This design comes from an exercise in tuning for small area, a short achievable clock period and few clock cycles per item on the open sky130 flow, not from production work.
Only simulation tests tie the RTL to the original design; equivalence was not proved.

## design.v

```verilog
module kdf_sha256 (
    input  wire         clk,
    input  wire         rst,
    input  wire         in_valid,
    output wire         in_ready,
    input  wire         in_first,
    input  wire [511:0] in_block,
    output wire         out_valid,
    input  wire         out_ready,
    output wire [255:0] out_digest
);
    localparam [255:0] IV = {32'h6a09e667, 32'hbb67ae85, 32'h3c6ef372, 32'ha54ff53a,
                             32'h510e527f, 32'h9b05688c, 32'h1f83d9ab, 32'h5be0cd19};
    reg [6:0]  q;
    reg        pend;         
    reg        ovld;         
    reg        add_r, go_r, first_r, cur_first;
    reg [3:0]  rph;          
    reg        hen;          
    reg        sel_h;        
    reg        sel_iv;       
    reg        ld_iv;        
    reg [31:0] a, b, c, d, e, f, g, h;
    reg [31:0] H0, H1, H2, H3, H4, H5, H6, H7;
    reg [31:0] w [0:15];     
    reg [31:0] hkw;          
    wire rnd   = ~q[6];
    reg [31:0] k_t;
    always @(*) begin
        case (q[5:0])
            6'd0: k_t = 32'h71374491;
            6'd1: k_t = 32'hb5c0fbcf;
            6'd2: k_t = 32'he9b5dba5;
            6'd3: k_t = 32'h3956c25b;
            6'd4: k_t = 32'h59f111f1;
            6'd5: k_t = 32'h923f82a4;
            6'd6: k_t = 32'hab1c5ed5;
            6'd7: k_t = 32'hd807aa98;
            6'd8: k_t = 32'h12835b01;
            6'd9: k_t = 32'h243185be;
            6'd10: k_t = 32'h550c7dc3;
            6'd11: k_t = 32'h72be5d74;
            6'd12: k_t = 32'h80deb1fe;
            6'd13: k_t = 32'h9bdc06a7;
            6'd14: k_t = 32'hc19bf174;
            6'd15: k_t = 32'he49b69c1;
            6'd16: k_t = 32'hefbe4786;
            6'd17: k_t = 32'h0fc19dc6;
            6'd18: k_t = 32'h240ca1cc;
            6'd19: k_t = 32'h2de92c6f;
            6'd20: k_t = 32'h4a7484aa;
            6'd21: k_t = 32'h5cb0a9dc;
            6'd22: k_t = 32'h76f988da;
            6'd23: k_t = 32'h983e5152;
            6'd24: k_t = 32'ha831c66d;
            6'd25: k_t = 32'hb00327c8;
            6'd26: k_t = 32'hbf597fc7;
            6'd27: k_t = 32'hc6e00bf3;
            6'd28: k_t = 32'hd5a79147;
            6'd29: k_t = 32'h06ca6351;
            6'd30: k_t = 32'h14292967;
            6'd31: k_t = 32'h27b70a85;
            6'd32: k_t = 32'h2e1b2138;
            6'd33: k_t = 32'h4d2c6dfc;
            6'd34: k_t = 32'h53380d13;
            6'd35: k_t = 32'h650a7354;
            6'd36: k_t = 32'h766a0abb;
            6'd37: k_t = 32'h81c2c92e;
            6'd38: k_t = 32'h92722c85;
            6'd39: k_t = 32'ha2bfe8a1;
            6'd40: k_t = 32'ha81a664b;
            6'd41: k_t = 32'hc24b8b70;
            6'd42: k_t = 32'hc76c51a3;
            6'd43: k_t = 32'hd192e819;
            6'd44: k_t = 32'hd6990624;
            6'd45: k_t = 32'hf40e3585;
            6'd46: k_t = 32'h106aa070;
            6'd47: k_t = 32'h19a4c116;
            6'd48: k_t = 32'h1e376c08;
            6'd49: k_t = 32'h2748774c;
            6'd50: k_t = 32'h34b0bcb5;
            6'd51: k_t = 32'h391c0cb3;
            6'd52: k_t = 32'h4ed8aa4a;
            6'd53: k_t = 32'h5b9cca4f;
            6'd54: k_t = 32'h682e6ff3;
            6'd55: k_t = 32'h748f82ee;
            6'd56: k_t = 32'h78a5636f;
            6'd57: k_t = 32'h84c87814;
            6'd58: k_t = 32'h8cc70208;
            6'd59: k_t = 32'h90befffa;
            6'd60: k_t = 32'ha4506ceb;
            6'd61: k_t = 32'hbef9a3f7;
            6'd62: k_t = 32'hc67178f2;
            default: k_t = 32'h428a2f98;
        endcase
    end
    wire [31:0] s1  = {e[5:0], e[31:6]} ^ {e[10:0], e[31:11]} ^ {e[24:0], e[31:25]};
    wire [31:0] ch  = (e & f) ^ (~e & g);
    wire [31:0] s0  = {a[1:0], a[31:2]} ^ {a[12:0], a[31:13]} ^ {a[21:0], a[31:22]};
    wire [31:0] maj = (a & b) ^ (a & c) ^ (b & c);
    wire [31:0] x_s = s1 ^ ch ^ hkw;
    wire [31:0] x_c = {((s1[30:0] & ch[30:0]) | (s1[30:0] & hkw[30:0]) | (ch[30:0] & hkw[30:0])), 1'b0};
    wire [31:0] e_s = x_s ^ x_c ^ d;
    wire [31:0] e_c = {((x_s[30:0] & x_c[30:0]) | (x_s[30:0] & d[30:0]) | (x_c[30:0] & d[30:0])), 1'b0};
    wire [31:0] e_rnd = e_s + e_c;
    wire [31:0] y_s = x_s ^ x_c ^ s0;
    wire [31:0] y_c = {((x_s[30:0] & x_c[30:0]) | (x_s[30:0] & s0[30:0]) | (x_c[30:0] & s0[30:0])), 1'b0};
    wire [31:0] z_s = y_s ^ y_c ^ maj;
    wire [31:0] z_c = {((y_s[30:0] & y_c[30:0]) | (y_s[30:0] & maj[30:0]) | (y_c[30:0] & maj[30:0])), 1'b0};
    wire [31:0] a_rnd = z_s + z_c;
    wire [31:0] w15 = w[15];
    wire [31:0] k_s = g ^ k_t ^ w15;
    wire [31:0] k_c = {((g[30:0] & k_t[30:0]) | (g[30:0] & w15[30:0]) | (k_t[30:0] & w15[30:0])), 1'b0};
    wire [31:0] iv_a = ({32{rph[0]}} & IV[159:128]) | ({32{rph[1]}} & IV[191:160]) |
                       ({32{rph[2]}} & IV[223:192]) | ({32{rph[3]}} & IV[255:224]);
    wire [31:0] iv_e = ({32{rph[0]}} & IV[31:0])    | ({32{rph[1]}} & IV[63:32]) |
                       ({32{rph[2]}} & IV[95:64])   | ({32{rph[3]}} & IV[127:96]);
    wire [31:0] ha   = ({32{sel_h}} & H3) | ({32{sel_iv}} & iv_a);
    wire [31:0] he   = ({32{sel_h}} & H7) | ({32{sel_iv}} & iv_e);
    wire [31:0] sum_a = d + ha;
    wire [31:0] sum_e = h + he;
    wire [31:0] a_ring = ld_iv ? iv_a : sum_a;
    wire [31:0] e_ring = ld_iv ? iv_e : sum_e;
    wire [31:0] w1  = w[1];
    wire [31:0] w14 = w[14];
    wire [31:0] ls0 = {w1[6:0], w1[31:7]} ^ {w1[17:0], w1[31:18]} ^ (w1 >> 3);
    wire [31:0] ls1 = {w14[16:0], w14[31:17]} ^ {w14[18:0], w14[31:19]} ^ (w14 >> 10);
    wire [31:0] w_new = ls1 + w[9] + ls0 + w[0];
    reg  [31:0] w_in;      
    always @(*) begin
        case (q[3:0])
            4'd14:   w_in = in_block[511:480];
            4'd15:   w_in = in_block[479:448];
            default: w_in = in_block[447 - 32*q[3:0] -: 32];
        endcase
    end
    wire        feed  = q[6] | (q < 7'd14);
    assign in_ready   = (q == 7'd13);
    assign out_valid  = ovld;
    assign out_digest = {H0, H1, H2, H3, H4, H5, H6, H7};
    integer i;
    always @(posedge clk) begin
        a <= rnd ? a_rnd : a_ring;
        b <= a; c <= b; d <= c;
        e <= rnd ? e_rnd : e_ring;
        f <= e; g <= f; h <= g;
        for (i = 0; i < 15; i = i + 1)
            w[i] <= w[i+1];
        w[15] <= feed ? w_in : w_new;
        hkw <= k_s + k_c;
        if (hen) begin
            H0 <= sum_a; H1 <= H0; H2 <= H1; H3 <= H2;
            H4 <= sum_e; H5 <= H4; H6 <= H5; H7 <= H6;
        end
    end
    wire enter_ring = (q == 7'd63) | ((q == 7'd127) & ~go_r);
    wire end_add    = (q == 7'd127) & add_r;
    wire pend_nx    = (q == 7'd63) | (pend & ~end_add);
    wire ovld_nx    = end_add | (ovld & ~out_ready);
    wire add_nx     = pend_nx & ~ovld_nx;
    wire go_nx      = in_valid & ~(pend_nx & ovld_nx);
    always @(posedge clk) begin
        if (rst) begin
            q      <= 7'd124;
            pend   <= 1'b0;
            ovld   <= 1'b0;
            add_r  <= 1'b0;
            go_r   <= 1'b0;
            rph    <= 4'b0001;
            hen    <= 1'b0;
            ld_iv  <= 1'b0;
        end else begin
            pend <= pend_nx;
            ovld <= ovld_nx;
            if (q == 7'd63 || enter_ring)
                q <= 7'd124;
            else
                q <= q + 7'd1;
            if (enter_ring) begin
                add_r   <= add_nx;
                go_r    <= go_nx;
                first_r <= in_first;
                rph     <= 4'b0001;
                hen     <= add_nx;
                sel_h   <= add_nx & ~cur_first;
                sel_iv  <= add_nx & cur_first;
                ld_iv   <= go_nx & in_first;
            end else begin
                rph <= {rph[2:0], 1'b0};
                if (q == 7'd127)
                    hen <= 1'b0;
            end
            if (q == 7'd127 && go_r)
                cur_first <= first_r;
        end
    end
endmodule
```

## run.sh

```bash
#!/bin/bash
# synth_recipe.tcl (not shown) runs the flow's synth.tcl, then flattens the netlist and writes it again
# the make line also repeats each setting of config.mk as NAME=value (left out here)
make -C /OpenROAD-flow-scripts/flow DESIGN_CONFIG=/design/flow/config.mk WORK_HOME=/design/flow/orfs CLKGATE_MAP_FILE= SYNTH_SCRIPT=/design/flow/synth_recipe.tcl finish
```

## config.mk

```make
export PLATFORM = sky130hd
export DESIGN_NAME = kdf_sha256
export DESIGN_NICKNAME = kdf_sha256
export VERILOG_FILES = /design/flow/design.v
export SDC_FILE = /design/flow/constraint.sdc
export NUM_CORES = 4
export LEC_CHECK = 0
export CAP_MARGIN = 20
export CORE_MARGIN = 2
export CORE_UTILIZATION = 40
export SETUP_SLACK_MARGIN = 4
export SLEW_MARGIN = 20
```

## constraint.sdc

```tcl
create_clock -name core_clock -period 10.0 [get_ports {clk}]
set_input_delay 2.0000 -clock core_clock [delete_from_list [all_inputs] [get_ports {clk}]]
set_output_delay 2.0000 -clock core_clock [all_outputs]
set_load 0.01 [all_outputs]
```

==> results of run 1 <==
## per-layer routing
metal,vias to the layer above,global-route usage
li1,17800,-
met1,20000,0.445
met2,1942,0.438
met3,349,0.0863
met4,34,0.110
met5,-,0
## cell type report
class,instances,area [sq um]
fill,11500,62700
multi-input combinational,3009,25300
sequential,1109,24800
timing repair buffer,839,8240
clock buffer,148,3180
tap,1662,2080
inverter,225,845
clock inverter,62,596
antenna,10,25.0
## cell usage after synthesis, types with 125 or more instances
cell	instances
dfxtp_1	849
nand2_1	366
xnor2_1	333
a21oi_1	283
edfxtp_1	260
o21ai_0	234
inv_1	222
nor2_1	215
ha_1	211
fa_1	191
clkbuf_1	159
xor2_1	125
## cell families after synthesis
logic type / synth area share
adder cells (fa/ha/maj): 0.134
XOR/XNOR: 0.0781
multiplexers: 0.0691
AND/OR/NAND/NOR: 0.0732
AO/OA/AOI/OAI: 0.132
flip-flops: 0.481
buffers and inverters: 0.0320
## how the worst max path moves through the flow
stage	depth (start not counted)	to
final	12	k_t[5]
after global routing	16	a[28]
after CTS	12	k_t[5]
after detailed placement	12	k_t[5]
after global placement	12	k_t[5]
after floorplan	14	a[28]
## stage by stage
step	cells	cell area (sq um)	utilization	setup WS [ns]
finish	7064	65000	0.509	4.33
global placement	6844	61200	0.480	3.74
global route	7058	65000	0.509	4.17
detailed placement	6844	61200	0.480	3.73
CTS	7054	65000	0.509	4.45
floorplan	4547	51600	-	5.51
## cells in the final DEF (no fill, tap or decap), types with 23 or more instances in the layout
cell type / netlist / layout
a211oi_1: 45 / 45
a21o_1: 93 / 93
a21oi_1: 283 / 281
a221oi_1: 31 / 31
a222oi_1: 25 / 25
a31oi_1: 48 / 48
buf_4: 1 / 65
clkbuf_16: 0 / 118
clkdlybuf4s50_1: 0 / 774
clkinv_2: 0 / 23
dfxtp_1: 849 / 846
edfxtp_1: 260 / 260
fa_1: 191 / 191
ha_1: 211 / 210
inv_1: 222 / 221
maj3_1: 45 / 45
mux2i_1: 67 / 67
mux4_2: 122 / 122
nand2_1: 366 / 364
nand3_1: 74 / 74
nand4_1: 23 / 23
nor2_1: 215 / 212
nor2b_1: 25 / 24
nor3_1: 42 / 41
o211ai_1: 49 / 49
o21a_1: 30 / 30
o21ai_0: 234 / 232
o22ai_1: 33 / 33
xnor2_1: 333 / 328
xor2_1: 125 / 123
## critical path, stage by stage
cell	delay (ns)
clkdlybuf4s50_1	0.53
a41oi_2	0.24
inv_2	0.06
nor2_2	0.63
inv_1	0.35
ha_1	0.96
buf_4	0.37
nand2_1	0.24
a31oi_1	0.40
o21ai_0	0.14
o311ai_0	0.12
o21ai_0	0.14
==> results.txt, run 1 <==
startpoint types=primary input; Post-route DRC=0; post-synth top area share=0.330; nets@finish=slightly above 6000; placed wire-length estimate=167000 um; worst slew pin tran=1.34 ns; cells after synthesis=4547; Critical R2R Launch=w[1][18]; Worst setup EP type=register; synth unique cells=88; Max Fclk=0.176 GHz; CTS Buf Count=113; Final Hold Violating Endpoints=0; syn_nets=5466; 1st-pass router iterations=8; clk sinks=around 1100; max reg flops=between 500 and 600; R2R depth=15; antenna violations before repair=35; die area=~130000 sq um; Post-CTS Resized=0; hold path cells=0; unrepaired setup endpoints after global routing=false; reg-to-reg slack, setup=4.42 ns; I/O Buffers=774; Met1 Wirelength=93700 um; crit path DAT=around 6.2 ns; root buffer cell=clkbuf_16; hold path endpoint=w[4][4]; hold_sp=w[5][4]; latest clock arrival within the worst-skew pair=just over 0.7 ns; Fin Setup TNS=0 ns; # hold bufs at CTS=0; Tcrit/Tclk final=0.567; crit-path max FO=22; Biggest register=w; die width=363 um; pin count of the biggest net entering global routing=75; EDFF count, synth=between 200 and 300; number of DRC markers in iteration 0=about 4400; Critical Path RT=10.55 ns; gpl congestion=1.00; final setup fails=0; P&R area growth vs syn=26.1%; Post-CTS Setup Bufs=0; final WL=209000 um; max_cap viols=0; WL/cell=29.6 um; Post-synth top flop=dfxtp_1; worst reg2reg endpoint=w[15][21]; Max Slew Vio Count=0; cell accounting for the most synthesized area=dfxtp_1; Avg Inst Size Synth=~11 sq um; CTS tree=built; worst hold path type=register to register; fin crit period=about 5.7 ns; GRT Total Usage=0.308; count of state elements after synthesis=roughly 1100; crit path kind=primary input to register; skew final=0.0238 ns; sequential share of the synthesized area=0.481; met2 wire len=87000 um; first-pass GRT wire length=287000 um; layout cells sized above 1=0.0825; top cells by area, synth=dfxtp_1 33%, edfxtp_1 15%, fa_1 7.4%; vias in the first global route=between 30000 and 40000; max layer used=met5; IO Pins=775; status=no timing/DRC/antenna violations; Rows=131; Die Span Y=363 um; Via-to-Cell Ratio=~5.7; DRT antenna net count=0; H-tree Lvls=3; met3 wire length=around 20000 um; WHS=approximately 0.32 ns; Max clock buf depth=3; clock slew at reported path FFs=0.06 ns; synthesized cell area=51600 sq um; Ys Warns=2; Post-synth ARST share=0; vias=40100; core footprint=about 130000 sq um; Initial Util=0.404; relative slew slack=0.106; Worst Setup SP=rst; grt ovf=0
Testbench counts, summed over its fixed seeds: cycles 52,296, items 768.
==> inputs of run 2 (changes only) <==
--- a/config.mk
+++ b/config.mk
@@ -8,5 +8,5 @@
 export CAP_MARGIN = 20
 export CORE_MARGIN = 2
 export CORE_UTILIZATION = 40
-export SETUP_SLACK_MARGIN = 4
+export SETUP_SLACK_MARGIN = 0.2
 export SLEW_MARGIN = 20
==> results.txt, run 2 <==
status=no timing/DRC/antenna violations; vias=around 40000; Post-CTS Resized=0; GRT Total Usage=0.308; Max Slew Vio Count=0; die area=132000 sq um; WL/cell=roughly 30 um; vias in the first global route=roughly 38000; clk sinks=1109; synthesized cell area=51600 sq um; grt ovf=0; XOR/XNOR Fraction of Synth Area=0.0781; Via-to-Cell Ratio=about 5.7; crit path DAT=approximately 6.5 ns; top cells by area, synth=dfxtp_1 33%, edfxtp_1 15%, fa_1 7.4%; gpl congestion=0.980; final WL=between 200000 and 250000 um; post-synth top area share=0.330; CP max stage cell=a222oi_1; Critical R2R Launch=w[14][20]; sequential share of the synthesized area=0.481; Synth Area in Adders=0.134; Critical Path RT=10.58 ns; Worst Setup SP=w[14][20]; nets@finish=6206; Post-synth top cells=849 x dfxtp_1, 366 x nand2_1, 333 x xnor2_1, 283 x a21oi_1, 260 x edfxtp_1; Initial Util=0.404; Rows=131; skew final=0.0398 ns; fin crit period=5.97 ns; Worst setup EP type=register; Die Span Y=363 um; placed wire-length estimate=167000 um; critical-path cell list=xnor2_1, xnor2_1, fa_1, inv_1, fa_1, inv_1, ha_1, fa_1, a21o_1, a2111oi_4, a31oi_2, a222oi_1, o22ai_1, o41ai_2, o21ai_1, xnor2_1, mux2i_1; Max clock buf depth=3; Biggest register=w; hold_sp=w[11][25]; relative slew slack=0.234; synth unique cells=between 80 and 90; latest clock arrival within the worst-skew pair=0.74 ns; clock slew at reported path FFs=0.07 ns; Post-CTS Setup Bufs=0; worst slew pin tran=1.14 ns; max reg flops=around 500; first-pass GRT wire length=288000 um; number of DRC markers in iteration 0=4656; largest family of logic cells by synthesized area=adder cells; pin count of the biggest net entering global routing=158; Worst path max stage delay=~0.6 ns; Compound-Gate Fraction of Synth Area=0.132; max_cap viols=0; Final Hold Violating Endpoints=0; worst hold path type=register to register; crit path kind=register to register; most frequent cells in the layout=846 x dfxtp_1, 774 x clkdlybuf4s50_1, 365 x nand2_1, 329 x xnor2_1, 281 x a21oi_1; final cell count without fillers=7051; Max Fclk=0.168 GHz; cells after synthesis=~4500; cell count after placement=6834; proportion of synthesized area in mux cells=0.0691; syn_nets=approximately 5500; CTS Buf Count=113; CP top delay family=compound AO/OA/AOI/OAI gates; die width=~360 um; Avg Inst Size Synth=11.3 sq um; Post-route DRC=0; Ys Warns=2; # hold bufs at CTS=0; startpoint types=register; crit-path max FO=4; root buffer cell=clkbuf_16; I/O Buffers=774; Fin Setup TNS=0 ns; CTS tree=built; FILL cells=11400; Post-synth ARST share=0; simple-gate share of the synthesized area=0.0732; antenna violations before repair=25; count of state elements after synthesis=about 1100; IO Pins=775; 1st-pass router iterations=9; most common cell in the synthesized netlist=dfxtp_1; Worst Path Buf+Inv=2; unrepaired setup endpoints after global routing=false; EDFF count, synth=260; Tcrit/Tclk final=0.597; final setup fails=0; core footprint=128000 sq um; P&R area growth vs syn=26.4%; commonest non-fill, non-tap cell in the layout=dfxtp_1; cell accounting for the most synthesized area=dfxtp_1; Post-synth top flop=dfxtp_1; DRT antenna net count=0; H-tree Lvls=3; layout cells sized above 1=0.0827
[run 2: cell count changes in the layout (fill, tap and decap cells not counted), moves of 2 or more]
cell | previous run | this run
diode_2 | 10 | 7
clkbuf_8 | 11 | 17
clkinv_1 | 11 | 4
clkbuf_1 | 18 | 13
inv_6 | 6 | 4
clkinv_4 | 1 | 11
clkinv_2 | 23 | 20
clkinv_16 | 0 | 6
buf_4 | 65 | 54
[run 2: final timing paths]
kind,end,slack [ns],depth (start not counted)
setup / recovery,w[15][31],4.03,17
hold / removal,w[10][25],0.31,0
setup reg to reg,w[15][31],4.03,17
hold reg to reg,w[10][25],0.31,0
[run 2: kinds of logic after synthesis]
| family | count (synthesis) |
|---|---|
| compound gates | 1048 |
| xor+xnor | 459 |
| fa+ha+maj | 447 |
| buf+inv | 429 |
| flops | 1109 |
| mux | 202 |
| simple gates | 853 |
[run 2: metrics by stage]
stage               hold slack [ns]  setup slack (ns)  area (sq um)   util
finish                        0.308              4.03         65100  0.510
global route                  0.320              3.70         65100  0.510
CTS                           0.311              4.13         65100  0.510
detailed placement            0.312              3.48         61200  0.479
global placement              0.310              3.55         61200  0.479
floorplan                     0.310              3.46         51600      -
[run 2: area by class of cell]
| type | count | area, sq um | area share |
|---|---|---|---|
| Antenna cell | 7 | 17.5 | 0.000269 |
| Sequential cell | 1109 | 24800 | 0.381 |
| Inverter | 225 | 845 | 0.0130 |
| Clock buffer | 147 | 3210 | 0.0493 |
| Timing Repair Buffer | 829 | 8170 | 0.125 |
| Multi-Input combinational cell | 3009 | 25200 | 0.388 |
| Tap cell | 1662 | 2080 | 0.0319 |
| Clock inverter | 63 | 764 | 0.0117 |
[run 2: routing by layer]
layer,wire length (um),vias up,track usage
met4,8090,20,0.104
met2,86300,1957,0.436
met3,19900,344,0.0746
li1,-,17700,-
met5,136,-,0
met1,93900,20100,0.455

==> static timing again, ports no longer ideal <==
The flow's constraints put no driver on any port. The routed layouts listed below were extracted and timed again, unchanged, in two steps.
Step 1, drivers: a clkbuf_16 drives clk and a buf_2 each remaining input, both assumed.
Step 2 also shifts input and output timing later by t, the mid clock arrival at the registers, as if the neighbouring blocks saw the same clock.
Slacks: ideal ports / drivers / drivers and shift; pairs: ideal ports / drivers.
run | t, ns | setup slack, ns | worst setup path after step 2 | worst slew at a driven data input, ns | pins driven straight from the clock port
run 1 | 0.770 | 4.327 / 4.351 / 3.581 | input to register | 0.18 | 1
run 2 | 0.793 | 4.034 / 4.034 / 3.301 | input to register | 0.19 | 1
After both steps setup and hold are still met in every run listed. For run 1, which loses most, drivers alone change the setup slack by +0.024 ns; drivers and shift together by -0.746 ns.
